This is an optimization exercise on Yosys and OpenROAD, whose aim is small area, a short achievable clock period and few clock cycles per item, not a production implementation.
Function was not checked in any run shown here: the RTL went through the layout flow alone.

--- flow/design.v ---
module warp_offset (
    input  wire         clk,
    input  wire         rst,
    input  wire         in_valid,
    output wire         in_ready,
    input  wire [14:0]  in_x,
    input  wire [23:0]  in_row,
    input  wire [23:0]  in_rows,
    input  wire [7:0]   in_pitch,
    input  wire [7:0]   in_beam_slow,
    input  wire [7:0]   in_facet_slow,
    input  wire [7:0]   in_slip,
    input  wire [7:0]   in_scr_w_m1,
    input  wire [7:0]   in_scr_h_m1,
    input  wire [7:0]   in_scr_x0,
    input  wire [7:0]   in_scr_y0,
    output wire [7:0]   node_addr_a,
    output wire [7:0]   node_addr_b,
    input  wire [15:0]  node_data_a,
    input  wire [15:0]  node_data_b,
    output wire [24:0]  src_row_a,
    output wire [24:0]  src_row_b,
    output wire [14:0]  src_col,
    input  wire [7:0]   src_data_a,
    input  wire [7:0]   src_data_b,
    output wire [15:0]  scr_cell,
    input  wire [119:0] scr_data,
    output wire         out_valid,
    input  wire         out_ready,
    output wire [15:0]  out_offset,
    output wire         out_clamp,
    output wire [24:0]  out_ra,
    output wire [4:0]   out_w,
    output wire [24:0]  out_rn,
    output wire [7:0]   out_c,
    output wire [3:0]   out_level
);
    reg v1;
    reg v2;
    reg v3;
    reg v4;
    reg v5;
    reg v6;
    reg v7;
    reg v8;
    reg v9;
    reg v10;
    reg v11;
    reg v12;
    wire adv = ~v12 | out_ready;
    reg  hv;         
    assign in_ready  = adv;
    assign out_valid = v12;
    always @(posedge clk) begin
        if (rst) begin
            v1 <= 1'b0; v2 <= 1'b0; v3 <= 1'b0; v4 <= 1'b0; v5 <= 1'b0; v6 <= 1'b0; v7 <= 1'b0; v8 <= 1'b0; v9 <= 1'b0; v10 <= 1'b0; v11 <= 1'b0; v12 <= 1'b0;
            hv <= 1'b0;
        end else begin
            hv <= ~adv;
            if (adv) begin
                v1 <= in_valid;
            v2 <= v1;
            v3 <= v2;
            v4 <= v3;
            v5 <= v4;
            v6 <= v5;
            v7 <= v6;
            v8 <= v7;
            v9 <= v8;
            v10 <= v9;
            v11 <= v10;
            v12 <= v11;
            end
        end
    end
    wire [14:0] x_w;
    reg  [14:0] x_q1;
    reg  [14:0] x_q2;
    reg  [14:0] x_q3;
    reg  [14:0] x_q4;
    reg  [14:0] x_q5;
    reg  [14:0] x_q6;
    reg  [14:0] x_q7;
    reg  [14:0] x_q8;
    reg  [14:0] x_q9;
    wire [23:0] r_w;
    reg  [23:0] r_q1;
    reg  [23:0] r_q2;
    reg  [23:0] r_q3;
    reg  [23:0] r_q4;
    reg  [23:0] r_q5;
    reg  [23:0] r_q6;
    reg  [23:0] r_q7;
    reg  [23:0] r_q8;
    reg  [23:0] r_q9;
    reg  [23:0] r_q10;
    reg  [23:0] r_q11;
    reg  [23:0] r_q12;
    wire [7:0] p_w;
    reg  [7:0] p_q1;
    reg  [7:0] p_q2;
    reg  [7:0] p_q3;
    reg  [7:0] p_q4;
    reg  [7:0] p_q5;
    reg  [7:0] p_q6;
    reg  [7:0] p_q7;
    reg  [7:0] p_q8;
    wire [9:0] s3_w;
    reg  [9:0] s3_q1;
    reg  [9:0] s3_q2;
    reg  [9:0] s3_q3;
    wire [7:0] wm1_w;
    reg  [7:0] wm1_q1;
    reg  [7:0] wm1_q2;
    reg  [7:0] wm1_q3;
    reg  [7:0] wm1_q4;
    reg  [7:0] wm1_q5;
    reg  [7:0] wm1_q6;
    wire [7:0] hm1_w;
    reg  [7:0] hm1_q1;
    reg  [7:0] hm1_q2;
    reg  [7:0] hm1_q3;
    reg  [7:0] hm1_q4;
    reg  [7:0] hm1_q5;
    reg  [7:0] hm1_q6;
    wire [8:0] s9x_w;
    reg  [8:0] s9x_q1;
    reg  [8:0] s9x_q2;
    reg  [8:0] s9x_q3;
    reg  [8:0] s9x_q4;
    wire [8:0] s9y_w;
    reg  [8:0] s9y_q1;
    reg  [8:0] s9y_q2;
    reg  [8:0] s9y_q3;
    reg  [8:0] s9y_q4;
    reg  [8:0] s9y_q5;
    reg  [8:0] s9y_q6;
    wire [24:0] dr25_w;
    wire [7:0] dr_w;
    reg  [7:0] dr_q1;
    reg  [7:0] dr_q2;
    reg  [7:0] dr_q3;
    reg  [7:0] dr_q4;
    reg  [7:0] dr_q5;
    reg  [7:0] dr_q6;
    reg  [7:0] dr_q7;
    reg  [7:0] dr_q8;
    reg  [7:0] dr_q9;
    wire [0:0] sathi_w;
    reg  [0:0] sathi_q2;
    wire [6:0] kr0_w;
    wire [8:0] kd_t0_w;
    wire [0:0] kd_q0_w;
    reg  [0:0] kd_q0_q2;
    wire [6:0] kd_r0_w;
    wire [8:0] kd_t1_w;
    wire [0:0] kd_q1_w;
    reg  [0:0] kd_q1_q2;
    wire [6:0] kd_r1_w;
    wire [8:0] kd_t2_w;
    wire [0:0] kd_q2_w;
    reg  [0:0] kd_q2_q2;
    wire [6:0] kd_r2_w;
    wire [8:0] kd_t3_w;
    wire [0:0] kd_q3_w;
    reg  [0:0] kd_q3_q2;
    wire [6:0] kd_r3_w;
    reg  [6:0] kd_r3_q2;
    wire [8:0] kd_t4_w;
    wire [0:0] kd_q4_w;
    wire [6:0] kd_r4_w;
    wire [8:0] kd_t5_w;
    wire [0:0] kd_q5_w;
    wire [6:0] kd_r5_w;
    wire [8:0] kd_t6_w;
    wire [0:0] kd_q6_w;
    wire [6:0] kd_r6_w;
    wire [8:0] kd_t7_w;
    wire [0:0] kd_q7_w;
    wire [6:0] kd_r7_w;
    wire [7:0] k_w;
    wire [0:0] sat_w;
    wire [6:0] fr_w;
    reg  [6:0] fr_q3;
    reg  [6:0] fr_q4;
    wire [7:0] a1_w;
    reg  [7:0] a1_q3;
    wire [15:0] na_d_w;
    wire [15:0] na_w;
    wire [15:0] nb_d_w;
    wire [15:0] nb_w;
    wire [16:0] d_w;
    wire [0:0] s_w;
    reg  [0:0] s_q4;
    reg  [0:0] s_q5;
    reg  [0:0] s_q6;
    reg  [0:0] s_q7;
    reg  [0:0] s_q8;
    wire [15:0] du_w;
    reg  [15:0] du_q4;
    wire [16:0] nap_w;
    reg  [16:0] nap_q4;
    reg  [16:0] nap_q5;
    reg  [16:0] nap_q6;
    reg  [16:0] nap_q7;
    reg  [16:0] nap_q8;
    wire [7:0] add_w;
    reg  [7:0] add_q4;
    wire [22:0] v_w;
    wire [6:0] vr0_w;
    wire [0:0] vb15_w;
    wire [0:0] vb14_w;
    wire [0:0] vb13_w;
    reg  [0:0] vb13_q5;
    wire [0:0] vb12_w;
    reg  [0:0] vb12_q5;
    wire [0:0] vb11_w;
    reg  [0:0] vb11_q5;
    wire [0:0] vb10_w;
    reg  [0:0] vb10_q5;
    wire [0:0] vb9_w;
    reg  [0:0] vb9_q5;
    reg  [0:0] vb9_q6;
    wire [0:0] vb8_w;
    reg  [0:0] vb8_q5;
    reg  [0:0] vb8_q6;
    wire [0:0] vb7_w;
    reg  [0:0] vb7_q5;
    reg  [0:0] vb7_q6;
    wire [0:0] vb6_w;
    reg  [0:0] vb6_q5;
    reg  [0:0] vb6_q6;
    wire [0:0] vb5_w;
    reg  [0:0] vb5_q5;
    reg  [0:0] vb5_q6;
    reg  [0:0] vb5_q7;
    wire [0:0] vb4_w;
    reg  [0:0] vb4_q5;
    reg  [0:0] vb4_q6;
    reg  [0:0] vb4_q7;
    wire [0:0] vb3_w;
    reg  [0:0] vb3_q5;
    reg  [0:0] vb3_q6;
    reg  [0:0] vb3_q7;
    wire [0:0] vb2_w;
    reg  [0:0] vb2_q5;
    reg  [0:0] vb2_q6;
    reg  [0:0] vb2_q7;
    wire [0:0] vb1_w;
    reg  [0:0] vb1_q5;
    reg  [0:0] vb1_q6;
    reg  [0:0] vb1_q7;
    reg  [0:0] vb1_q8;
    wire [0:0] vb0_w;
    reg  [0:0] vb0_q5;
    reg  [0:0] vb0_q6;
    reg  [0:0] vb0_q7;
    reg  [0:0] vb0_q8;
    wire [8:0] qd_t0_w;
    wire [0:0] qd_q0_w;
    reg  [0:0] qd_q0_q5;
    reg  [0:0] qd_q0_q6;
    reg  [0:0] qd_q0_q7;
    reg  [0:0] qd_q0_q8;
    wire [6:0] qd_r0_w;
    wire [8:0] qd_t1_w;
    wire [0:0] qd_q1_w;
    reg  [0:0] qd_q1_q5;
    reg  [0:0] qd_q1_q6;
    reg  [0:0] qd_q1_q7;
    reg  [0:0] qd_q1_q8;
    wire [6:0] qd_r1_w;
    reg  [6:0] qd_r1_q5;
    wire [8:0] qd_t2_w;
    wire [0:0] qd_q2_w;
    reg  [0:0] qd_q2_q6;
    reg  [0:0] qd_q2_q7;
    reg  [0:0] qd_q2_q8;
    wire [6:0] qd_r2_w;
    wire [8:0] qd_t3_w;
    wire [0:0] qd_q3_w;
    reg  [0:0] qd_q3_q6;
    reg  [0:0] qd_q3_q7;
    reg  [0:0] qd_q3_q8;
    wire [6:0] qd_r3_w;
    wire [8:0] qd_t4_w;
    wire [0:0] qd_q4_w;
    reg  [0:0] qd_q4_q6;
    reg  [0:0] qd_q4_q7;
    reg  [0:0] qd_q4_q8;
    wire [6:0] qd_r4_w;
    wire [8:0] qd_t5_w;
    wire [0:0] qd_q5_w;
    reg  [0:0] qd_q5_q6;
    reg  [0:0] qd_q5_q7;
    reg  [0:0] qd_q5_q8;
    wire [6:0] qd_r5_w;
    reg  [6:0] qd_r5_q6;
    wire [8:0] qd_t6_w;
    wire [0:0] qd_q6_w;
    reg  [0:0] qd_q6_q7;
    reg  [0:0] qd_q6_q8;
    wire [6:0] qd_r6_w;
    wire [8:0] qd_t7_w;
    wire [0:0] qd_q7_w;
    reg  [0:0] qd_q7_q7;
    reg  [0:0] qd_q7_q8;
    wire [6:0] qd_r7_w;
    wire [8:0] qd_t8_w;
    wire [0:0] qd_q8_w;
    reg  [0:0] qd_q8_q7;
    reg  [0:0] qd_q8_q8;
    wire [6:0] qd_r8_w;
    wire [8:0] qd_t9_w;
    wire [0:0] qd_q9_w;
    reg  [0:0] qd_q9_q7;
    reg  [0:0] qd_q9_q8;
    wire [6:0] qd_r9_w;
    reg  [6:0] qd_r9_q7;
    wire [8:0] qd_t10_w;
    wire [0:0] qd_q10_w;
    reg  [0:0] qd_q10_q8;
    wire [6:0] qd_r10_w;
    wire [8:0] qd_t11_w;
    wire [0:0] qd_q11_w;
    reg  [0:0] qd_q11_q8;
    wire [6:0] qd_r11_w;
    wire [8:0] qd_t12_w;
    wire [0:0] qd_q12_w;
    reg  [0:0] qd_q12_q8;
    wire [6:0] qd_r12_w;
    wire [8:0] qd_t13_w;
    wire [0:0] qd_q13_w;
    reg  [0:0] qd_q13_q8;
    wire [6:0] qd_r13_w;
    reg  [6:0] qd_r13_q8;
    wire [8:0] qd_t14_w;
    wire [0:0] qd_q14_w;
    wire [6:0] qd_r14_w;
    wire [8:0] qd_t15_w;
    wire [0:0] qd_q15_w;
    wire [6:0] qd_r15_w;
    wire [15:0] qm_w;
    wire [16:0] sum_w;
    wire [0:0] chi_w;
    wire [0:0] clo_w;
    wire [11:0] o_w;
    reg  [11:0] o_q9;
    reg  [11:0] o_q10;
    reg  [11:0] o_q11;
    reg  [11:0] o_q12;
    wire [0:0] clamp_w;
    reg  [0:0] clamp_q9;
    reg  [0:0] clamp_q10;
    reg  [0:0] clamp_q11;
    reg  [0:0] clamp_q12;
    wire [25:0] ra26_w;
    wire [25:0] ra1_w;
    wire [0:0] ina_w;
    reg  [0:0] ina_q10;
    wire [0:0] inb_w;
    reg  [0:0] inb_q10;
    wire [7:0] sa_w;
    wire [7:0] sb_w;
    wire [12:0] csum_w;
    wire [7:0] c_d_w;
    wire [7:0] c_w;
    reg  [7:0] c_q11;
    reg  [7:0] c_q12;
    wire [9:0] xd_t0_w;
    wire [0:0] xd_q0_w;
    wire [0:0] xd_r0_w;
    wire [9:0] xd_t1_w;
    wire [0:0] xd_q1_w;
    wire [1:0] xd_r1_w;
    reg  [1:0] xd_r1_q1;
    wire [9:0] xd_t2_w;
    wire [0:0] xd_q2_w;
    wire [2:0] xd_r2_w;
    wire [9:0] xd_t3_w;
    wire [0:0] xd_q3_w;
    wire [3:0] xd_r3_w;
    wire [9:0] xd_t4_w;
    wire [0:0] xd_q4_w;
    wire [4:0] xd_r4_w;
    wire [9:0] xd_t5_w;
    wire [0:0] xd_q5_w;
    wire [5:0] xd_r5_w;
    reg  [5:0] xd_r5_q2;
    wire [9:0] xd_t6_w;
    wire [0:0] xd_q6_w;
    wire [6:0] xd_r6_w;
    wire [7:0] xf_w;
    wire [9:0] xe_t0_w;
    wire [0:0] xe_q0_w;
    wire [7:0] xe_r0_w;
    wire [9:0] xe_t1_w;
    wire [0:0] xe_q1_w;
    wire [7:0] xe_r1_w;
    wire [9:0] xe_t2_w;
    wire [0:0] xe_q2_w;
    wire [7:0] xe_r2_w;
    reg  [7:0] xe_r2_q3;
    wire [9:0] xe_t3_w;
    wire [0:0] xe_q3_w;
    wire [7:0] xe_r3_w;
    wire [9:0] xe_t4_w;
    wire [0:0] xe_q4_w;
    wire [7:0] xe_r4_w;
    wire [9:0] xe_t5_w;
    wire [0:0] xe_q5_w;
    wire [7:0] xe_r5_w;
    wire [9:0] xe_t6_w;
    wire [0:0] xe_q6_w;
    wire [7:0] xe_r6_w;
    reg  [7:0] xe_r6_q4;
    wire [9:0] xe_t7_w;
    wire [0:0] xe_q7_w;
    wire [7:0] xe_r7_w;
    reg  [7:0] xe_r7_q5;
    reg  [7:0] xe_r7_q6;
    wire [9:0] yd_t0_w;
    wire [0:0] yd_q0_w;
    wire [0:0] yd_r0_w;
    wire [9:0] yd_t1_w;
    wire [0:0] yd_q1_w;
    wire [1:0] yd_r1_w;
    wire [9:0] yd_t2_w;
    wire [0:0] yd_q2_w;
    wire [2:0] yd_r2_w;
    reg  [2:0] yd_r2_q1;
    wire [9:0] yd_t3_w;
    wire [0:0] yd_q3_w;
    wire [3:0] yd_r3_w;
    wire [9:0] yd_t4_w;
    wire [0:0] yd_q4_w;
    wire [4:0] yd_r4_w;
    wire [9:0] yd_t5_w;
    wire [0:0] yd_q5_w;
    wire [5:0] yd_r5_w;
    wire [9:0] yd_t6_w;
    wire [0:0] yd_q6_w;
    wire [6:0] yd_r6_w;
    reg  [6:0] yd_r6_q2;
    wire [9:0] yd_t7_w;
    wire [0:0] yd_q7_w;
    wire [7:0] yd_r7_w;
    wire [9:0] yd_t8_w;
    wire [0:0] yd_q8_w;
    wire [7:0] yd_r8_w;
    wire [9:0] yd_t9_w;
    wire [0:0] yd_q9_w;
    wire [7:0] yd_r9_w;
    wire [9:0] yd_t10_w;
    wire [0:0] yd_q10_w;
    wire [7:0] yd_r10_w;
    reg  [7:0] yd_r10_q3;
    wire [9:0] yd_t11_w;
    wire [0:0] yd_q11_w;
    wire [7:0] yd_r11_w;
    wire [9:0] yd_t12_w;
    wire [0:0] yd_q12_w;
    wire [7:0] yd_r12_w;
    wire [9:0] yd_t13_w;
    wire [0:0] yd_q13_w;
    wire [7:0] yd_r13_w;
    wire [9:0] yd_t14_w;
    wire [0:0] yd_q14_w;
    wire [7:0] yd_r14_w;
    reg  [7:0] yd_r14_q4;
    wire [9:0] yd_t15_w;
    wire [0:0] yd_q15_w;
    wire [7:0] yd_r15_w;
    wire [7:0] yf_w;
    wire [9:0] ye_t0_w;
    wire [0:0] ye_q0_w;
    wire [7:0] ye_r0_w;
    wire [9:0] ye_t1_w;
    wire [0:0] ye_q1_w;
    wire [7:0] ye_r1_w;
    reg  [7:0] ye_r1_q5;
    wire [9:0] ye_t2_w;
    wire [0:0] ye_q2_w;
    wire [7:0] ye_r2_w;
    wire [9:0] ye_t3_w;
    wire [0:0] ye_q3_w;
    wire [7:0] ye_r3_w;
    wire [9:0] ye_t4_w;
    wire [0:0] ye_q4_w;
    wire [7:0] ye_r4_w;
    wire [9:0] ye_t5_w;
    wire [0:0] ye_q5_w;
    wire [7:0] ye_r5_w;
    reg  [7:0] ye_r5_q6;
    wire [9:0] ye_t6_w;
    wire [0:0] ye_q6_w;
    wire [7:0] ye_r6_w;
    wire [9:0] ye_t7_w;
    wire [0:0] ye_q7_w;
    wire [7:0] ye_r7_w;
    wire [15:0] cell_w;
    reg  [15:0] cell_q7;
    reg  [15:0] cell_q8;
    reg  [15:0] cell_q9;
    reg  [15:0] cell_q10;
    wire [3:0] lvl_d_w;
    wire [3:0] lvl_w;
    reg  [3:0] lvl_q12;
    reg  [15:0] na_h;
    reg  [15:0] nb_h;
    reg  [7:0] c_h;
    reg  [3:0] lvl_h;
    assign x_w = in_x;
    assign r_w = in_row;
    assign p_w = (in_pitch < 8'd16) ? 8'd16 : (in_pitch > 8'd128) ? 8'd128 : in_pitch;
    assign s3_w = {{2{in_beam_slow[7]}}, in_beam_slow} + {{2{in_facet_slow[7]}}, in_facet_slow} + {{2{in_slip[7]}}, in_slip};
    assign wm1_w = in_scr_w_m1;
    assign hm1_w = in_scr_h_m1;
    assign s9x_w = {1'b0, in_x[7:0]} + {1'b0, in_scr_x0};
    assign s9y_w = {1'b0, in_row[7:0]} + {1'b0, in_scr_y0};
    assign dr25_w = {1'b0, in_rows} - {1'b0, in_row};
    assign dr_w = ($signed(dr25_w) > 25'sd65) ? 8'd65 : ($signed(dr25_w) < -25'sd65) ? 8'hBF : dr25_w[7:0];
    assign sathi_w = {1'b0, x_q1[14:8]} >= p_q1;
    assign kr0_w = x_q1[14:8];
    assign kd_t0_w = {1'b0, 8'({kr0_w, x_q1[7]})} - {1'b0, p_q1};
    assign kd_q0_w = ~kd_t0_w[8];
    assign kd_r0_w = kd_q0_w ? kd_t0_w[6:0] : 7'({kr0_w, x_q1[7]});
    assign kd_t1_w = {1'b0, 8'({kd_r0_w, x_q1[6]})} - {1'b0, p_q1};
    assign kd_q1_w = ~kd_t1_w[8];
    assign kd_r1_w = kd_q1_w ? kd_t1_w[6:0] : 7'({kd_r0_w, x_q1[6]});
    assign kd_t2_w = {1'b0, 8'({kd_r1_w, x_q1[5]})} - {1'b0, p_q1};
    assign kd_q2_w = ~kd_t2_w[8];
    assign kd_r2_w = kd_q2_w ? kd_t2_w[6:0] : 7'({kd_r1_w, x_q1[5]});
    assign kd_t3_w = {1'b0, 8'({kd_r2_w, x_q1[4]})} - {1'b0, p_q1};
    assign kd_q3_w = ~kd_t3_w[8];
    assign kd_r3_w = kd_q3_w ? kd_t3_w[6:0] : 7'({kd_r2_w, x_q1[4]});
    assign kd_t4_w = {1'b0, 8'({kd_r3_q2, x_q2[3]})} - {1'b0, p_q2};
    assign kd_q4_w = ~kd_t4_w[8];
    assign kd_r4_w = kd_q4_w ? kd_t4_w[6:0] : 7'({kd_r3_q2, x_q2[3]});
    assign kd_t5_w = {1'b0, 8'({kd_r4_w, x_q2[2]})} - {1'b0, p_q2};
    assign kd_q5_w = ~kd_t5_w[8];
    assign kd_r5_w = kd_q5_w ? kd_t5_w[6:0] : 7'({kd_r4_w, x_q2[2]});
    assign kd_t6_w = {1'b0, 8'({kd_r5_w, x_q2[1]})} - {1'b0, p_q2};
    assign kd_q6_w = ~kd_t6_w[8];
    assign kd_r6_w = kd_q6_w ? kd_t6_w[6:0] : 7'({kd_r5_w, x_q2[1]});
    assign kd_t7_w = {1'b0, 8'({kd_r6_w, x_q2[0]})} - {1'b0, p_q2};
    assign kd_q7_w = ~kd_t7_w[8];
    assign kd_r7_w = kd_q7_w ? kd_t7_w[6:0] : 7'({kd_r6_w, x_q2[0]});
    assign k_w = {kd_q0_q2, kd_q1_q2, kd_q2_q2, kd_q3_q2, kd_q4_w, kd_q5_w, kd_q6_w, kd_q7_w};
    assign sat_w = sathi_q2 | (k_w == 8'hFF);
    assign fr_w = sat_w ? 7'd0 : kd_r7_w;
    assign a1_w = {1'b0, fr_w} + {2'b0, p_q2[7:1] - 7'd1 + {6'd0, p_q2[0]}};
    assign na_d_w = node_data_a;
    assign na_w = hv ? na_h : na_d_w;
    assign nb_d_w = node_data_b;
    assign nb_w = hv ? nb_h : nb_d_w;
    assign d_w = {nb_w[15], nb_w} - {na_w[15], na_w};
    assign s_w = d_w[16];
    assign du_w = d_w[15:0] ^ {16{s_w}};
    assign nap_w = {na_w[15], na_w} + {{7{s3_q3[9]}}, s3_q3};
    assign add_w = s_w ? a1_q3 : {1'b0, p_q3[7:1]};
    assign v_w = {7'd0, du_q4} * {16'd0, fr_q4} + {15'd0, add_q4};
    assign vr0_w = v_w[22:16];
    assign vb15_w = v_w[15];
    assign vb14_w = v_w[14];
    assign vb13_w = v_w[13];
    assign vb12_w = v_w[12];
    assign vb11_w = v_w[11];
    assign vb10_w = v_w[10];
    assign vb9_w = v_w[9];
    assign vb8_w = v_w[8];
    assign vb7_w = v_w[7];
    assign vb6_w = v_w[6];
    assign vb5_w = v_w[5];
    assign vb4_w = v_w[4];
    assign vb3_w = v_w[3];
    assign vb2_w = v_w[2];
    assign vb1_w = v_w[1];
    assign vb0_w = v_w[0];
    assign qd_t0_w = {1'b0, 8'({vr0_w, vb15_w})} - {1'b0, p_q4};
    assign qd_q0_w = ~qd_t0_w[8];
    assign qd_r0_w = qd_q0_w ? qd_t0_w[6:0] : 7'({vr0_w, vb15_w});
    assign qd_t1_w = {1'b0, 8'({qd_r0_w, vb14_w})} - {1'b0, p_q4};
    assign qd_q1_w = ~qd_t1_w[8];
    assign qd_r1_w = qd_q1_w ? qd_t1_w[6:0] : 7'({qd_r0_w, vb14_w});
    assign qd_t2_w = {1'b0, 8'({qd_r1_q5, vb13_q5})} - {1'b0, p_q5};
    assign qd_q2_w = ~qd_t2_w[8];
    assign qd_r2_w = qd_q2_w ? qd_t2_w[6:0] : 7'({qd_r1_q5, vb13_q5});
    assign qd_t3_w = {1'b0, 8'({qd_r2_w, vb12_q5})} - {1'b0, p_q5};
    assign qd_q3_w = ~qd_t3_w[8];
    assign qd_r3_w = qd_q3_w ? qd_t3_w[6:0] : 7'({qd_r2_w, vb12_q5});
    assign qd_t4_w = {1'b0, 8'({qd_r3_w, vb11_q5})} - {1'b0, p_q5};
    assign qd_q4_w = ~qd_t4_w[8];
    assign qd_r4_w = qd_q4_w ? qd_t4_w[6:0] : 7'({qd_r3_w, vb11_q5});
    assign qd_t5_w = {1'b0, 8'({qd_r4_w, vb10_q5})} - {1'b0, p_q5};
    assign qd_q5_w = ~qd_t5_w[8];
    assign qd_r5_w = qd_q5_w ? qd_t5_w[6:0] : 7'({qd_r4_w, vb10_q5});
    assign qd_t6_w = {1'b0, 8'({qd_r5_q6, vb9_q6})} - {1'b0, p_q6};
    assign qd_q6_w = ~qd_t6_w[8];
    assign qd_r6_w = qd_q6_w ? qd_t6_w[6:0] : 7'({qd_r5_q6, vb9_q6});
    assign qd_t7_w = {1'b0, 8'({qd_r6_w, vb8_q6})} - {1'b0, p_q6};
    assign qd_q7_w = ~qd_t7_w[8];
    assign qd_r7_w = qd_q7_w ? qd_t7_w[6:0] : 7'({qd_r6_w, vb8_q6});
    assign qd_t8_w = {1'b0, 8'({qd_r7_w, vb7_q6})} - {1'b0, p_q6};
    assign qd_q8_w = ~qd_t8_w[8];
    assign qd_r8_w = qd_q8_w ? qd_t8_w[6:0] : 7'({qd_r7_w, vb7_q6});
    assign qd_t9_w = {1'b0, 8'({qd_r8_w, vb6_q6})} - {1'b0, p_q6};
    assign qd_q9_w = ~qd_t9_w[8];
    assign qd_r9_w = qd_q9_w ? qd_t9_w[6:0] : 7'({qd_r8_w, vb6_q6});
    assign qd_t10_w = {1'b0, 8'({qd_r9_q7, vb5_q7})} - {1'b0, p_q7};
    assign qd_q10_w = ~qd_t10_w[8];
    assign qd_r10_w = qd_q10_w ? qd_t10_w[6:0] : 7'({qd_r9_q7, vb5_q7});
    assign qd_t11_w = {1'b0, 8'({qd_r10_w, vb4_q7})} - {1'b0, p_q7};
    assign qd_q11_w = ~qd_t11_w[8];
    assign qd_r11_w = qd_q11_w ? qd_t11_w[6:0] : 7'({qd_r10_w, vb4_q7});
    assign qd_t12_w = {1'b0, 8'({qd_r11_w, vb3_q7})} - {1'b0, p_q7};
    assign qd_q12_w = ~qd_t12_w[8];
    assign qd_r12_w = qd_q12_w ? qd_t12_w[6:0] : 7'({qd_r11_w, vb3_q7});
    assign qd_t13_w = {1'b0, 8'({qd_r12_w, vb2_q7})} - {1'b0, p_q7};
    assign qd_q13_w = ~qd_t13_w[8];
    assign qd_r13_w = qd_q13_w ? qd_t13_w[6:0] : 7'({qd_r12_w, vb2_q7});
    assign qd_t14_w = {1'b0, 8'({qd_r13_q8, vb1_q8})} - {1'b0, p_q8};
    assign qd_q14_w = ~qd_t14_w[8];
    assign qd_r14_w = qd_q14_w ? qd_t14_w[6:0] : 7'({qd_r13_q8, vb1_q8});
    assign qd_t15_w = {1'b0, 8'({qd_r14_w, vb0_q8})} - {1'b0, p_q8};
    assign qd_q15_w = ~qd_t15_w[8];
    assign qd_r15_w = qd_q15_w ? qd_t15_w[6:0] : 7'({qd_r14_w, vb0_q8});
    assign qm_w = {qd_q0_q8, qd_q1_q8, qd_q2_q8, qd_q3_q8, qd_q4_q8, qd_q5_q8, qd_q6_q8, qd_q7_q8, qd_q8_q8, qd_q9_q8, qd_q10_q8, qd_q11_q8, qd_q12_q8, qd_q13_q8, qd_q14_w, qd_q15_w};
    assign sum_w = nap_q8 + {s_q8, qm_w ^ {16{s_q8}}} + {16'd0, s_q8};
    assign chi_w = ~sum_w[16] & (sum_w[15:11] != 5'd0);
    assign clo_w = sum_w[16] & (sum_w[15:11] != 5'h1F);
    assign o_w = chi_w ? 12'h7FF : clo_w ? 12'h800 : sum_w[11:0];
    assign clamp_w = chi_w | clo_w;
    assign ra26_w = {2'b0, r_q9} + {{19{o_q9[11]}}, o_q9[11:5]};
    assign ra1_w = {2'b0, r_q9} + {{19{o_q9[11]}}, o_q9[11:5]} + 26'd1;
    assign ina_w = ~ra26_w[25] & ($signed(dr_q9) > $signed(o_q9[11:5]));
    assign inb_w = ~ra1_w[25] & ($signed({dr_q9[7], dr_q9}) > $signed({{2{o_q9[11]}}, o_q9[11:5]}) + 9'sd1);
    assign sa_w = ina_q10 ? src_data_a : 8'd0;
    assign sb_w = inb_q10 ? src_data_b : 8'd0;
    assign csum_w = {5'd0, sa_w} * (13'd32 - {8'd0, o_q10[4:0]}) + {5'd0, sb_w} * {8'd0, o_q10[4:0]} + 13'd16;
    assign c_d_w = csum_w[12:5];
    assign c_w = hv ? c_h : c_d_w;
    assign xd_t0_w = {1'b0, 9'(x_w[14])} + {2'b11, ~wm1_w};
    assign xd_q0_w = ~xd_t0_w[9];
    assign xd_r0_w = xd_q0_w ? xd_t0_w[0:0] : 1'(x_w[14]);
    assign xd_t1_w = {1'b0, 9'({xd_r0_w, x_w[13]})} + {2'b11, ~wm1_w};
    assign xd_q1_w = ~xd_t1_w[9];
    assign xd_r1_w = xd_q1_w ? xd_t1_w[1:0] : 2'({xd_r0_w, x_w[13]});
    assign xd_t2_w = {1'b0, 9'({xd_r1_q1, x_q1[12]})} + {2'b11, ~wm1_q1};
    assign xd_q2_w = ~xd_t2_w[9];
    assign xd_r2_w = xd_q2_w ? xd_t2_w[2:0] : 3'({xd_r1_q1, x_q1[12]});
    assign xd_t3_w = {1'b0, 9'({xd_r2_w, x_q1[11]})} + {2'b11, ~wm1_q1};
    assign xd_q3_w = ~xd_t3_w[9];
    assign xd_r3_w = xd_q3_w ? xd_t3_w[3:0] : 4'({xd_r2_w, x_q1[11]});
    assign xd_t4_w = {1'b0, 9'({xd_r3_w, x_q1[10]})} + {2'b11, ~wm1_q1};
    assign xd_q4_w = ~xd_t4_w[9];
    assign xd_r4_w = xd_q4_w ? xd_t4_w[4:0] : 5'({xd_r3_w, x_q1[10]});
    assign xd_t5_w = {1'b0, 9'({xd_r4_w, x_q1[9]})} + {2'b11, ~wm1_q1};
    assign xd_q5_w = ~xd_t5_w[9];
    assign xd_r5_w = xd_q5_w ? xd_t5_w[5:0] : 6'({xd_r4_w, x_q1[9]});
    assign xd_t6_w = {1'b0, 9'({xd_r5_q2, x_q2[8]})} + {2'b11, ~wm1_q2};
    assign xd_q6_w = ~xd_t6_w[9];
    assign xd_r6_w = xd_q6_w ? xd_t6_w[6:0] : 7'({xd_r5_q2, x_q2[8]});
    assign xf_w = s9x_q2[8] ? ((xd_r6_w == wm1_q2) ? 8'd0 : xd_r6_w + 8'd1) : xd_r6_w;
    assign xe_t0_w = {1'b0, 9'({xf_w, s9x_q2[7]})} + {2'b11, ~wm1_q2};
    assign xe_q0_w = ~xe_t0_w[9];
    assign xe_r0_w = xe_q0_w ? xe_t0_w[7:0] : 8'({xf_w, s9x_q2[7]});
    assign xe_t1_w = {1'b0, 9'({xe_r0_w, s9x_q2[6]})} + {2'b11, ~wm1_q2};
    assign xe_q1_w = ~xe_t1_w[9];
    assign xe_r1_w = xe_q1_w ? xe_t1_w[7:0] : 8'({xe_r0_w, s9x_q2[6]});
    assign xe_t2_w = {1'b0, 9'({xe_r1_w, s9x_q2[5]})} + {2'b11, ~wm1_q2};
    assign xe_q2_w = ~xe_t2_w[9];
    assign xe_r2_w = xe_q2_w ? xe_t2_w[7:0] : 8'({xe_r1_w, s9x_q2[5]});
    assign xe_t3_w = {1'b0, 9'({xe_r2_q3, s9x_q3[4]})} + {2'b11, ~wm1_q3};
    assign xe_q3_w = ~xe_t3_w[9];
    assign xe_r3_w = xe_q3_w ? xe_t3_w[7:0] : 8'({xe_r2_q3, s9x_q3[4]});
    assign xe_t4_w = {1'b0, 9'({xe_r3_w, s9x_q3[3]})} + {2'b11, ~wm1_q3};
    assign xe_q4_w = ~xe_t4_w[9];
    assign xe_r4_w = xe_q4_w ? xe_t4_w[7:0] : 8'({xe_r3_w, s9x_q3[3]});
    assign xe_t5_w = {1'b0, 9'({xe_r4_w, s9x_q3[2]})} + {2'b11, ~wm1_q3};
    assign xe_q5_w = ~xe_t5_w[9];
    assign xe_r5_w = xe_q5_w ? xe_t5_w[7:0] : 8'({xe_r4_w, s9x_q3[2]});
    assign xe_t6_w = {1'b0, 9'({xe_r5_w, s9x_q3[1]})} + {2'b11, ~wm1_q3};
    assign xe_q6_w = ~xe_t6_w[9];
    assign xe_r6_w = xe_q6_w ? xe_t6_w[7:0] : 8'({xe_r5_w, s9x_q3[1]});
    assign xe_t7_w = {1'b0, 9'({xe_r6_q4, s9x_q4[0]})} + {2'b11, ~wm1_q4};
    assign xe_q7_w = ~xe_t7_w[9];
    assign xe_r7_w = xe_q7_w ? xe_t7_w[7:0] : 8'({xe_r6_q4, s9x_q4[0]});
    assign yd_t0_w = {1'b0, 9'(r_w[23])} + {2'b11, ~hm1_w};
    assign yd_q0_w = ~yd_t0_w[9];
    assign yd_r0_w = yd_q0_w ? yd_t0_w[0:0] : 1'(r_w[23]);
    assign yd_t1_w = {1'b0, 9'({yd_r0_w, r_w[22]})} + {2'b11, ~hm1_w};
    assign yd_q1_w = ~yd_t1_w[9];
    assign yd_r1_w = yd_q1_w ? yd_t1_w[1:0] : 2'({yd_r0_w, r_w[22]});
    assign yd_t2_w = {1'b0, 9'({yd_r1_w, r_w[21]})} + {2'b11, ~hm1_w};
    assign yd_q2_w = ~yd_t2_w[9];
    assign yd_r2_w = yd_q2_w ? yd_t2_w[2:0] : 3'({yd_r1_w, r_w[21]});
    assign yd_t3_w = {1'b0, 9'({yd_r2_q1, r_q1[20]})} + {2'b11, ~hm1_q1};
    assign yd_q3_w = ~yd_t3_w[9];
    assign yd_r3_w = yd_q3_w ? yd_t3_w[3:0] : 4'({yd_r2_q1, r_q1[20]});
    assign yd_t4_w = {1'b0, 9'({yd_r3_w, r_q1[19]})} + {2'b11, ~hm1_q1};
    assign yd_q4_w = ~yd_t4_w[9];
    assign yd_r4_w = yd_q4_w ? yd_t4_w[4:0] : 5'({yd_r3_w, r_q1[19]});
    assign yd_t5_w = {1'b0, 9'({yd_r4_w, r_q1[18]})} + {2'b11, ~hm1_q1};
    assign yd_q5_w = ~yd_t5_w[9];
    assign yd_r5_w = yd_q5_w ? yd_t5_w[5:0] : 6'({yd_r4_w, r_q1[18]});
    assign yd_t6_w = {1'b0, 9'({yd_r5_w, r_q1[17]})} + {2'b11, ~hm1_q1};
    assign yd_q6_w = ~yd_t6_w[9];
    assign yd_r6_w = yd_q6_w ? yd_t6_w[6:0] : 7'({yd_r5_w, r_q1[17]});
    assign yd_t7_w = {1'b0, 9'({yd_r6_q2, r_q2[16]})} + {2'b11, ~hm1_q2};
    assign yd_q7_w = ~yd_t7_w[9];
    assign yd_r7_w = yd_q7_w ? yd_t7_w[7:0] : 8'({yd_r6_q2, r_q2[16]});
    assign yd_t8_w = {1'b0, 9'({yd_r7_w, r_q2[15]})} + {2'b11, ~hm1_q2};
    assign yd_q8_w = ~yd_t8_w[9];
    assign yd_r8_w = yd_q8_w ? yd_t8_w[7:0] : 8'({yd_r7_w, r_q2[15]});
    assign yd_t9_w = {1'b0, 9'({yd_r8_w, r_q2[14]})} + {2'b11, ~hm1_q2};
    assign yd_q9_w = ~yd_t9_w[9];
    assign yd_r9_w = yd_q9_w ? yd_t9_w[7:0] : 8'({yd_r8_w, r_q2[14]});
    assign yd_t10_w = {1'b0, 9'({yd_r9_w, r_q2[13]})} + {2'b11, ~hm1_q2};
    assign yd_q10_w = ~yd_t10_w[9];
    assign yd_r10_w = yd_q10_w ? yd_t10_w[7:0] : 8'({yd_r9_w, r_q2[13]});
    assign yd_t11_w = {1'b0, 9'({yd_r10_q3, r_q3[12]})} + {2'b11, ~hm1_q3};
    assign yd_q11_w = ~yd_t11_w[9];
    assign yd_r11_w = yd_q11_w ? yd_t11_w[7:0] : 8'({yd_r10_q3, r_q3[12]});
    assign yd_t12_w = {1'b0, 9'({yd_r11_w, r_q3[11]})} + {2'b11, ~hm1_q3};
    assign yd_q12_w = ~yd_t12_w[9];
    assign yd_r12_w = yd_q12_w ? yd_t12_w[7:0] : 8'({yd_r11_w, r_q3[11]});
    assign yd_t13_w = {1'b0, 9'({yd_r12_w, r_q3[10]})} + {2'b11, ~hm1_q3};
    assign yd_q13_w = ~yd_t13_w[9];
    assign yd_r13_w = yd_q13_w ? yd_t13_w[7:0] : 8'({yd_r12_w, r_q3[10]});
    assign yd_t14_w = {1'b0, 9'({yd_r13_w, r_q3[9]})} + {2'b11, ~hm1_q3};
    assign yd_q14_w = ~yd_t14_w[9];
    assign yd_r14_w = yd_q14_w ? yd_t14_w[7:0] : 8'({yd_r13_w, r_q3[9]});
    assign yd_t15_w = {1'b0, 9'({yd_r14_q4, r_q4[8]})} + {2'b11, ~hm1_q4};
    assign yd_q15_w = ~yd_t15_w[9];
    assign yd_r15_w = yd_q15_w ? yd_t15_w[7:0] : 8'({yd_r14_q4, r_q4[8]});
    assign yf_w = s9y_q4[8] ? ((yd_r15_w == hm1_q4) ? 8'd0 : yd_r15_w + 8'd1) : yd_r15_w;
    assign ye_t0_w = {1'b0, 9'({yf_w, s9y_q4[7]})} + {2'b11, ~hm1_q4};
    assign ye_q0_w = ~ye_t0_w[9];
    assign ye_r0_w = ye_q0_w ? ye_t0_w[7:0] : 8'({yf_w, s9y_q4[7]});
    assign ye_t1_w = {1'b0, 9'({ye_r0_w, s9y_q4[6]})} + {2'b11, ~hm1_q4};
    assign ye_q1_w = ~ye_t1_w[9];
    assign ye_r1_w = ye_q1_w ? ye_t1_w[7:0] : 8'({ye_r0_w, s9y_q4[6]});
    assign ye_t2_w = {1'b0, 9'({ye_r1_q5, s9y_q5[5]})} + {2'b11, ~hm1_q5};
    assign ye_q2_w = ~ye_t2_w[9];
    assign ye_r2_w = ye_q2_w ? ye_t2_w[7:0] : 8'({ye_r1_q5, s9y_q5[5]});
    assign ye_t3_w = {1'b0, 9'({ye_r2_w, s9y_q5[4]})} + {2'b11, ~hm1_q5};
    assign ye_q3_w = ~ye_t3_w[9];
    assign ye_r3_w = ye_q3_w ? ye_t3_w[7:0] : 8'({ye_r2_w, s9y_q5[4]});
    assign ye_t4_w = {1'b0, 9'({ye_r3_w, s9y_q5[3]})} + {2'b11, ~hm1_q5};
    assign ye_q4_w = ~ye_t4_w[9];
    assign ye_r4_w = ye_q4_w ? ye_t4_w[7:0] : 8'({ye_r3_w, s9y_q5[3]});
    assign ye_t5_w = {1'b0, 9'({ye_r4_w, s9y_q5[2]})} + {2'b11, ~hm1_q5};
    assign ye_q5_w = ~ye_t5_w[9];
    assign ye_r5_w = ye_q5_w ? ye_t5_w[7:0] : 8'({ye_r4_w, s9y_q5[2]});
    assign ye_t6_w = {1'b0, 9'({ye_r5_q6, s9y_q6[1]})} + {2'b11, ~hm1_q6};
    assign ye_q6_w = ~ye_t6_w[9];
    assign ye_r6_w = ye_q6_w ? ye_t6_w[7:0] : 8'({ye_r5_q6, s9y_q6[1]});
    assign ye_t7_w = {1'b0, 9'({ye_r6_w, s9y_q6[0]})} + {2'b11, ~hm1_q6};
    assign ye_q7_w = ~ye_t7_w[9];
    assign ye_r7_w = ye_q7_w ? ye_t7_w[7:0] : 8'({ye_r6_w, s9y_q6[0]});
    assign cell_w = {8'd0, ye_r7_w} * {8'd0, wm1_q6} + {8'd0, ye_r7_w} + {8'd0, xe_r7_q6};
    assign lvl_d_w = {3'd0, (c_q11 > scr_data[7:0])} + {3'd0, (c_q11 > scr_data[15:8])} + {3'd0, (c_q11 > scr_data[23:16])} + {3'd0, (c_q11 > scr_data[31:24])} + {3'd0, (c_q11 > scr_data[39:32])} + {3'd0, (c_q11 > scr_data[47:40])} + {3'd0, (c_q11 > scr_data[55:48])} + {3'd0, (c_q11 > scr_data[63:56])} + {3'd0, (c_q11 > scr_data[71:64])} + {3'd0, (c_q11 > scr_data[79:72])} + {3'd0, (c_q11 > scr_data[87:80])} + {3'd0, (c_q11 > scr_data[95:88])} + {3'd0, (c_q11 > scr_data[103:96])} + {3'd0, (c_q11 > scr_data[111:104])} + {3'd0, (c_q11 > scr_data[119:112])};
    assign lvl_w = hv ? lvl_h : lvl_d_w;
    always @(posedge clk) begin
        if (adv) begin
            x_q1 <= x_w;
            x_q2 <= x_q1;
            x_q3 <= x_q2;
            x_q4 <= x_q3;
            x_q5 <= x_q4;
            x_q6 <= x_q5;
            x_q7 <= x_q6;
            x_q8 <= x_q7;
            x_q9 <= x_q8;
            r_q1 <= r_w;
            r_q2 <= r_q1;
            r_q3 <= r_q2;
            r_q4 <= r_q3;
            r_q5 <= r_q4;
            r_q6 <= r_q5;
            r_q7 <= r_q6;
            r_q8 <= r_q7;
            r_q9 <= r_q8;
            r_q10 <= r_q9;
            r_q11 <= r_q10;
            r_q12 <= r_q11;
            p_q1 <= p_w;
            p_q2 <= p_q1;
            p_q3 <= p_q2;
            p_q4 <= p_q3;
            p_q5 <= p_q4;
            p_q6 <= p_q5;
            p_q7 <= p_q6;
            p_q8 <= p_q7;
            s3_q1 <= s3_w;
            s3_q2 <= s3_q1;
            s3_q3 <= s3_q2;
            wm1_q1 <= wm1_w;
            wm1_q2 <= wm1_q1;
            wm1_q3 <= wm1_q2;
            wm1_q4 <= wm1_q3;
            wm1_q5 <= wm1_q4;
            wm1_q6 <= wm1_q5;
            hm1_q1 <= hm1_w;
            hm1_q2 <= hm1_q1;
            hm1_q3 <= hm1_q2;
            hm1_q4 <= hm1_q3;
            hm1_q5 <= hm1_q4;
            hm1_q6 <= hm1_q5;
            s9x_q1 <= s9x_w;
            s9x_q2 <= s9x_q1;
            s9x_q3 <= s9x_q2;
            s9x_q4 <= s9x_q3;
            s9y_q1 <= s9y_w;
            s9y_q2 <= s9y_q1;
            s9y_q3 <= s9y_q2;
            s9y_q4 <= s9y_q3;
            s9y_q5 <= s9y_q4;
            s9y_q6 <= s9y_q5;
            dr_q1 <= dr_w;
            dr_q2 <= dr_q1;
            dr_q3 <= dr_q2;
            dr_q4 <= dr_q3;
            dr_q5 <= dr_q4;
            dr_q6 <= dr_q5;
            dr_q7 <= dr_q6;
            dr_q8 <= dr_q7;
            dr_q9 <= dr_q8;
            sathi_q2 <= sathi_w;
            kd_q0_q2 <= kd_q0_w;
            kd_q1_q2 <= kd_q1_w;
            kd_q2_q2 <= kd_q2_w;
            kd_q3_q2 <= kd_q3_w;
            kd_r3_q2 <= kd_r3_w;
            fr_q3 <= fr_w;
            fr_q4 <= fr_q3;
            a1_q3 <= a1_w;
            s_q4 <= s_w;
            s_q5 <= s_q4;
            s_q6 <= s_q5;
            s_q7 <= s_q6;
            s_q8 <= s_q7;
            du_q4 <= du_w;
            nap_q4 <= nap_w;
            nap_q5 <= nap_q4;
            nap_q6 <= nap_q5;
            nap_q7 <= nap_q6;
            nap_q8 <= nap_q7;
            add_q4 <= add_w;
            vb13_q5 <= vb13_w;
            vb12_q5 <= vb12_w;
            vb11_q5 <= vb11_w;
            vb10_q5 <= vb10_w;
            vb9_q5 <= vb9_w;
            vb9_q6 <= vb9_q5;
            vb8_q5 <= vb8_w;
            vb8_q6 <= vb8_q5;
            vb7_q5 <= vb7_w;
            vb7_q6 <= vb7_q5;
            vb6_q5 <= vb6_w;
            vb6_q6 <= vb6_q5;
            vb5_q5 <= vb5_w;
            vb5_q6 <= vb5_q5;
            vb5_q7 <= vb5_q6;
            vb4_q5 <= vb4_w;
            vb4_q6 <= vb4_q5;
            vb4_q7 <= vb4_q6;
            vb3_q5 <= vb3_w;
            vb3_q6 <= vb3_q5;
            vb3_q7 <= vb3_q6;
            vb2_q5 <= vb2_w;
            vb2_q6 <= vb2_q5;
            vb2_q7 <= vb2_q6;
            vb1_q5 <= vb1_w;
            vb1_q6 <= vb1_q5;
            vb1_q7 <= vb1_q6;
            vb1_q8 <= vb1_q7;
            vb0_q5 <= vb0_w;
            vb0_q6 <= vb0_q5;
            vb0_q7 <= vb0_q6;
            vb0_q8 <= vb0_q7;
            qd_q0_q5 <= qd_q0_w;
            qd_q0_q6 <= qd_q0_q5;
            qd_q0_q7 <= qd_q0_q6;
            qd_q0_q8 <= qd_q0_q7;
            qd_q1_q5 <= qd_q1_w;
            qd_q1_q6 <= qd_q1_q5;
            qd_q1_q7 <= qd_q1_q6;
            qd_q1_q8 <= qd_q1_q7;
            qd_r1_q5 <= qd_r1_w;
            qd_q2_q6 <= qd_q2_w;
            qd_q2_q7 <= qd_q2_q6;
            qd_q2_q8 <= qd_q2_q7;
            qd_q3_q6 <= qd_q3_w;
            qd_q3_q7 <= qd_q3_q6;
            qd_q3_q8 <= qd_q3_q7;
            qd_q4_q6 <= qd_q4_w;
            qd_q4_q7 <= qd_q4_q6;
            qd_q4_q8 <= qd_q4_q7;
            qd_q5_q6 <= qd_q5_w;
            qd_q5_q7 <= qd_q5_q6;
            qd_q5_q8 <= qd_q5_q7;
            qd_r5_q6 <= qd_r5_w;
            qd_q6_q7 <= qd_q6_w;
            qd_q6_q8 <= qd_q6_q7;
            qd_q7_q7 <= qd_q7_w;
            qd_q7_q8 <= qd_q7_q7;
            qd_q8_q7 <= qd_q8_w;
            qd_q8_q8 <= qd_q8_q7;
            qd_q9_q7 <= qd_q9_w;
            qd_q9_q8 <= qd_q9_q7;
            qd_r9_q7 <= qd_r9_w;
            qd_q10_q8 <= qd_q10_w;
            qd_q11_q8 <= qd_q11_w;
            qd_q12_q8 <= qd_q12_w;
            qd_q13_q8 <= qd_q13_w;
            qd_r13_q8 <= qd_r13_w;
            o_q9 <= o_w;
            o_q10 <= o_q9;
            o_q11 <= o_q10;
            o_q12 <= o_q11;
            clamp_q9 <= clamp_w;
            clamp_q10 <= clamp_q9;
            clamp_q11 <= clamp_q10;
            clamp_q12 <= clamp_q11;
            ina_q10 <= ina_w;
            inb_q10 <= inb_w;
            c_q11 <= c_w;
            c_q12 <= c_q11;
            xd_r1_q1 <= xd_r1_w;
            xd_r5_q2 <= xd_r5_w;
            xe_r2_q3 <= xe_r2_w;
            xe_r6_q4 <= xe_r6_w;
            xe_r7_q5 <= xe_r7_w;
            xe_r7_q6 <= xe_r7_q5;
            yd_r2_q1 <= yd_r2_w;
            yd_r6_q2 <= yd_r6_w;
            yd_r10_q3 <= yd_r10_w;
            yd_r14_q4 <= yd_r14_w;
            ye_r1_q5 <= ye_r1_w;
            ye_r5_q6 <= ye_r5_w;
            cell_q7 <= cell_w;
            cell_q8 <= cell_q7;
            cell_q9 <= cell_q8;
            cell_q10 <= cell_q9;
            lvl_q12 <= lvl_w;
        end
        if (!adv && !hv) begin
            na_h <= na_d_w;
            nb_h <= nb_d_w;
            c_h <= c_d_w;
            lvl_h <= lvl_d_w;
        end
    end
    assign node_addr_a = sat_w ? 8'hFF : k_w;
    assign node_addr_b = k_w + 8'd1;
    assign src_row_a = ra26_w[24:0];
    assign src_row_b = ra1_w[24:0];
    assign src_col = x_q9;
    assign scr_cell = cell_q10;
    assign out_offset = {{4{o_q12[11]}}, o_q12};
    assign out_clamp = clamp_q12;
    assign out_w = o_q12[4:0];
    assign out_ra = r_q12 + {{18{o_q12[11]}}, o_q12[11:5]};
    assign out_rn = r_q12 + {{18{o_q12[11]}}, o_q12[11:5]} + {24'd0, o_q12[4]};
    assign out_c = c_q12;
    assign out_level = lvl_q12;
endmodule
--- flow/run.sh ---
#!/bin/bash
# synth_recipe.tcl (not shown) runs the flow's synth.tcl, then flattens the netlist and writes it again
# the make line also repeats each setting of config.mk as NAME=value (left out here)
make -C /OpenROAD-flow-scripts/flow DESIGN_CONFIG=/design/flow/config.mk WORK_HOME=/design/flow/orfs CLKGATE_MAP_FILE= SYNTH_SCRIPT=/design/flow/synth_recipe.tcl finish
--- flow/config.mk ---
export PLATFORM = sky130hd
export DESIGN_NAME = warp_offset
export DESIGN_NICKNAME = warp_offset
export VERILOG_FILES = /design/flow/design.v
export SDC_FILE = /design/flow/constraint.sdc
export NUM_CORES = 4
export LEC_CHECK = 0
export CAP_MARGIN = 20
export CORE_MARGIN = 2
export CORE_UTILIZATION = 40
export PLACE_DENSITY = 0.6
export SLEW_MARGIN = 20
--- flow/constraint.sdc ---
create_clock -name core_clock -period 14.0 [get_ports {clk}]
set_input_delay 2.8000 -clock core_clock [delete_from_list [all_inputs] [get_ports {clk}]]
set_output_delay 2.8000 -clock core_clock [all_outputs]
set_load 0.01 [all_outputs]
==> run notes, run 1 <==
gr busiest metal=met2; post-layout min period=13.06 ns; CTS Buffer Depth=3; clock skew=around 0.030 ns; Avg Cell Area, Syn=12.0 sq um; Slew Limit Fails=0; post-route ant nets=0; first-pass GRT wire length=about 280000 microns; Port Buffers=481; worst min path class=reg2reg; Vias=between 50000 and 60000; Post-route DRC=0; Setup Buffers After CTS=0; startpoint class of the critical path=flip-flop; vias in the first global route=around 52000; DRT Pass-1 Iters=7; antenna violations before repair=18; DRT iter0 DRCs=2661; CTS tree=built; kind of cell adding the most delay to the critical path=compound AO/OA/AOI/OAI gates; drt wl/cell=17.6 microns; CP max stage delay=0.51 ns; Final Hold Vio Count=0; Worst-Skew Late Latency=~0.80 ns; Mapped Cells=about 6800; GRT Util Overall=17.3%; RSZ-0062 raised after global routing=no; Final setup viols=0; Final #Nets=8809; most common cell after layout, fill and taps aside=edfxtp_1; setup TNS=0 ns; grt ovf=0; Slew HR=29.8%; worst-margin pin slew=1.05 ns; CTS sink cnt=1270; Setup crit end kind=output port; routability cong.=0.883; Vias/cell=5.06; overall routed net length=179000 microns; Critical Path RT=11.20 ns; outcome=no timing/DRC/antenna violations; Seq cells post-synth=1270; largest net degree at the start of global routing=just over 200; Max Cap Viol=0; Post-Syn Nets=just over 8000; post-route setup slack=0.939 ns; met2 Track Usage GR=30.7%; CP max-delay cell=edfxtp_1; TritonCTS buffer count=141; clock-pin slew on the worst setup and hold paths=0.06 ns; sequential share of the synthesized area=46.9%; Post-synth EDFFs=1257; Post-synth top flop=edfxtp_1; CP arrival=approximately 10 ns; Initial Util=between 40 and 50%; fmax=between 0.07 and 0.08 GHz; count of different cell masters after synthesis=99; GR Util met3=2.48%; Die Area=206000 sq um; YS warnings=1; dpl hpwl=about 140000 microns; placement row count=165; CTS H-tree lvls=4; CP Class=reg2out; Max FO, Critical Path=11; most frequent cells in the layout=1257 x edfxtp_1, 898 x ha_1, 835 x inv_1; CP most frequent cell=a21o_1; Die Span X=around 450 microns; clock root cell=clkbuf_16; asr flop ratio synth=0%; Area Overhead vs Synth=16.0%; Ports=around 480; DP Worst Slack=0.941 ns; WP buf/inv=5; GR Util met1=21.6%; area of the core=approximately 200000 sq um; DIE HEIGHT=454 microns; layout cell share with drive strength beyond 1=around 8%; cell area after synthesis=between 80000 and 90000 sq um; final worst path period share=93.3%; reg2reg setup slack=approximately 2.8 ns
## synthesized netlist by cell type, types with 34 or more instances
| cell | count | share of area, % |
|---|---|---|
| o21a_1 | 62 | 0.57 |
| clkbuf_1 | 56 | 0.26 |
| inv_1 | 836 | 3.9 |
| xor2_1 | 149 | 1.6 |
| a211oi_1 | 34 | 0.31 |
| nand2_1 | 287 | 1.3 |
| nor2b_1 | 85 | 0.66 |
| o21bai_1 | 115 | 1.1 |
| nand2b_1 | 65 | 0.50 |
| and3_1 | 65 | 0.50 |
| edfxtp_1 | 1257 | 47 |
| a21o_1 | 231 | 2.1 |
| o21ai_0 | 211 | 1.3 |
| and2_1 | 106 | 0.82 |
| nor2_1 | 298 | 1.4 |
| xnor2_1 | 370 | 4.0 |
| a21oi_1 | 451 | 2.8 |
| mux2_2 | 268 | 3.7 |
| ha_1 | 898 | 14 |
| nor3_1 | 56 | 0.35 |
| fa_1 | 271 | 6.7 |
| nand3_1 | 129 | 0.80 |
| mux2i_1 | 79 | 0.98 |
## worst paths after layout
kind | from | to | depth (start not counted)
min | x_q8[3] | x_q9[3] | 0
min reg2reg | x_q8[3] | x_q9[3] | 0
max reg2reg | wm1_q2[1] | xe_r2_q3[7] | 41
max | p_q2[0] | node_addr_a[0] | 42
## cells by family after synthesis
family                   count (synthesis)  share of synthesized area [%]
AO/OA/AOI/OAI                         1301                           10.3
flip-flops                            1270                           46.9
AND/OR/NAND/NOR                       1236                           7.61
adder cells (fa/ha/maj)               1169                           20.5
buffers and inverters                  914                           4.29
XOR/XNOR                               519                           5.61
multiplexers                           351                           4.76
## through the flow
step	utilization (%)	std cells	cell area, sq um	hold slack, ns
global placement	44.2	9869	89200	0.400
CTS	46.6	10100	94000	0.400
floorplan	-	6760	81100	0.400
detailed placement	44.2	9869	89200	0.405
finish	46.6	10100	94100	0.400
global route	46.6	10100	94100	0.415
## worst register-to-register path, delay by kind of cell, from the launching register on
family / cells / cell delay, ns
buf+inv: 3 / 0.54
fa+ha+maj: 4 / 1.21
simple gates: 6 / 1.79
compound gates: 23 / 5.22
flops: 1 / 0.49
mux: 5 / 1.65
## flip-flops by register name, indices dropped and copies added, names as in the netlist, 17 cells and up
register / cells
r_q8: 24
r_q2: 24
r_q12: 24
nap_q4: 17
r_q9: 24
r_q7: 24
r_q11: 24
r_q5: 24
r_q1: 24
r_q10: 24
nap_q7: 17
r_q3: 24
nap_q6: 17
r_q6: 24
r_q4: 24
nap_q8: 17
nap_q5: 17
## layout make-up
type / count / area [sq um]
timing repair buffer: 513 / 5100
clock buffer: 170 / 3660
clock inverter: 91 / 1120
sequential: 1270 / 38000
antenna: 5 / 12.5
fill: 18200 / 108000
multi-input combinational: 4576 / 39700
inverter: 839 / 3160
tap: 2672 / 3340
## timing repair
item                                    in CTS  in global routing
endpoints found under the setup margin       0                  5
resized for setup                            0                  5
hold buffers                                 0                  0
endpoints found under the hold margin        0                  0
## per-layer routing
metal / vias to the layer above / wire length (microns)
met3: 266 / 5950
met5: - / 6
met1: 24800 / 77400
li1: 25400 / -
met4: 2 / 5360
met2: 787 / 90000
==> run 2: changes to the inputs <==
--- a/flow/config.mk
+++ b/flow/config.mk
@@ -10,3 +10,4 @@
 export CORE_UTILIZATION = 40
 export PLACE_DENSITY = 0.6
+export SETUP_SLACK_MARGIN = 5
 export SLEW_MARGIN = 20
==> run 2 against run 1 <==
Against the previous run: clock skew grew 0.0039 ns; synthesized cell count unchanged; setup slack better by 1.8 ns; die area unchanged; worst hold slack worse by 0.0085 ns; fmax grew 16%; final cell count grew 2.8%; critical path type unchanged; critical endpoint is now node_addr_b[5].
==> run notes, run 2 <==
clock-pin slew on the worst setup and hold paths=0.06 ns (about the same); reg2reg setup slack=3.07 ns (+0.24 ns); RSZ-0062 raised after global routing=yes; Vias=52700 (+2.8%); CP Class=reg2out; area of the core=202000 sq um (unchanged); routability cong.=0.866 (-1.8%); Max Cap Viol=0 (unchanged); most common cell after layout, fill and taps aside=edfxtp_1; DIE HEIGHT=454 microns (unchanged); top-area cell type share of the netlist area=46.5% (unchanged); Final Instance Area=97700 sq um (+3.8%); CTS tree=built; Port Buffers=481 (unchanged); clock skew=0.0339 ns (+0.00393 ns); final worst path period share=80.1% (-13 points); cell area after synthesis=81100 sq um (unchanged); setup TNS=0 ns (unchanged); dpl hpwl=140000 microns (+0.78%); Slew Limit Fails=0 (unchanged); overall routed net length=187000 microns (+4.4%); asr flop ratio synth=0% (unchanged); Slew HR=25.0% (-4.8 points); Avg Cell Area, Syn=12.0 sq um (unchanged); GRT Util Overall=17.8% (+0.54 points); DRT Pass-1 Iters=6 (-1); Post-synth EDFFs=1257 (unchanged); count leader, synth=edfxtp_1; footprint of the multi-input gates=41000 sq um (+3.3%); Initial Util=40.2% (unchanged); first-pass GRT wire length=291000 microns (+2.9%); FF-to-FF End=a1_q3[7]; post-layout min period=11.21 ns (-1.85 ns); YS warnings=1 (unchanged); # hold bufs at CTS=0 (unchanged); Post-synth top cells=1257 x edfxtp_1, 898 x ha_1, 836 x inv_1, 451 x a21oi_1, 370 x xnor2_1; Worst-Skew Late Latency=0.79 ns (about the same); outcome=no timing/DRC/antenna violations; Post-DP Area=89200 sq um (about the same); Die Area=206000 sq um (unchanged); Fill cells=17800 (-2.0%); Vias/cell=5.05 (about the same); most frequent cells in the layout=1257 x edfxtp_1, 874 x ha_1, 813 x inv_1; vias in the first global route=53400 (+3.0%); WP buf/inv=8 (+3); sequential share of the synthesized area=46.9% (unchanged); Post-route DRC=0 (unchanged); DRT iter0 DRCs=2620 (-1.5%); CP Launch Point=x_q2[3]; Mapped Cells=6760 (unchanged); Final setup viols=0 (unchanged); Post-synth top flop=edfxtp_1; post-route ant nets=0 (unchanged); layout cell share with drive strength beyond 1=14.1% (+6.3 points); Ports=482 (unchanged); Post-Syn Nets=8228 (unchanged); Max FO, Critical Path=8 (-3); worst min path class=reg2reg; worst setup path endpoint=node_addr_b[5]; Setup crit end kind=output port; count of different cell masters after synthesis=99 (unchanged); largest net degree at the start of global routing=189 (-6.9%); drt wl/cell=17.9 microns (+1.5%); CTS sink cnt=1270 (unchanged); Critical Path RT=11.20 ns (about the same); TritonCTS buffer count=143 (+1.4%); CTS H-tree lvls=4 (unchanged); fmax=0.0892 GHz (+16%); Final #Nets=9103 (+3.3%); kind of cell adding the most delay to the critical path=compound AO/OA/AOI/OAI gates; cell accounting for the most synthesized area=edfxtp_1; grt ovf=0 (unchanged); Area Overhead vs Synth=20.4%; CTS Buffer Depth=3 (unchanged); worst-margin pin slew=1.09 ns (+0.0404 ns); CP max stage delay=0.42 ns (-0.09 ns); CP most frequent cell=a21o_1; startpoint class of the critical path=flip-flop; worst r2r src=x_q2[3]; placement row count=165 (unchanged); CP arrival=8.41 ns (-1.85 ns); Seq cells post-synth=1270 (unchanged); Hold Crit Depth=0 (unchanged); FF-to-FF path depth=75 (+83%); antenna violations before repair=20 (+2); critical path depth in cells=45 (+7.1%); largest cells by area after synthesis=edfxtp_1 47%, ha_1 14%, fa_1 6.7%; Reg area=38000 sq um (unchanged); Final Hold Vio Count=0 (unchanged); CP max-delay cell=edfxtp_1; clock root cell=clkbuf_16; Die Span X=454 microns (unchanged)
-- run 2: layout make-up --
type	instances	area share [%]
clock buffer	163	3.76
sequential	1270	38.9
timing repair buffer	804	7.68
tap	2672	3.42
clock inverter	91	0.968
multi-input combinational	4577	42.0
antenna	7	0.0179
inverter	839	3.28
-- run 2: repair_timing --
item	4_1_cts	5_1_grt
buffers inserted	134	155
setup endpoints to repair	115	118
pin swaps	54	118
gates resized for setup	210	192
cloned	0	1
-- run 2: kinds of logic (layout without fill, tap and decap cells) --
group | count (synthesis) | in the layout | share of synthesized area, %
mux | 351 | 351 | 4.76
compound gates | 1301 | 1302 | 10.3
fa+ha+maj | 1169 | 1169 | 20.5
simple gates | 1236 | 1236 | 7.61
xor+xnor | 519 | 519 | 5.61
other cells | 0 | 7 | 0
flops | 1270 | 1270 | 46.9
buf+inv | 914 | 1897 | 4.29
-- run 2: worst min-delay path by stage --
| stage | start | to | slack (ns) |
|---|---|---|---|
| final | qd_q1_q6 | qd_q1_q7 | 0.39 |
| after global routing | qd_q1_q6 | qd_q1_q7 | 0.40 |
| after CTS | qd_q1_q6 | qd_q1_q7 | 0.39 |
| after detailed placement | cell_q9[1] | cell_q10[1] | 0.40 |
| after global placement | s9x_q2[1] | s9x_q3[1] | 0.40 |
| after floorplan | cell_q9[0] | cell_q10[0] | 0.40 |
-- run 2: stage by stage --
step | util [%] | setup WS (ns) | hold WS [ns] | cells
floorplan | - | 2.66 | 0.400 | 6760
global placement | 44.2 | 1.16 | 0.400 | 9871
detailed placement | 44.2 | 1.15 | 0.405 | 9871
CTS | 47.3 | 2.83 | 0.388 | 10300
global route | 48.4 | 2.39 | 0.398 | 10400
finish | 48.4 | 2.79 | 0.392 | 10400
-- run 2: layer usage --
layer / up-vias / routed length [microns] / global-route usage (%)
met1: 25500 / 80000 / 22.1
met5: - / 0 / 0
met4: 0 / 5810 / 5.89
met3: 293 / 6410 / 2.56
li1: 26000 / - / -
met2: 856 / 94300 / 31.6

-- static timing again, ports no longer ideal --
The flow's constraints put no driver on any port. The routed layouts listed below were extracted and timed again, unchanged, in two steps.
Step 1, drivers: a clkbuf_16 drives clk and a buf_2 each remaining input, both assumed.
Step 2 times the ports against the registers' clock, not the clock port: input delays grow and output delays shrink by t, the midpoint of the rising clock arrivals with the driver on.
Three values: ideal ports, drivers, drivers and shift; two values: the first two.
run | t (ns) | setup slack, ns | cell pins on the clock port's net
run 1 | 0.862 | 0.939 / 0.856 / 1.718 | 1
run 2 | 0.855 | 2.787 / 2.703 / 3.066 | 1
After both steps setup and hold are still met in every run listed.
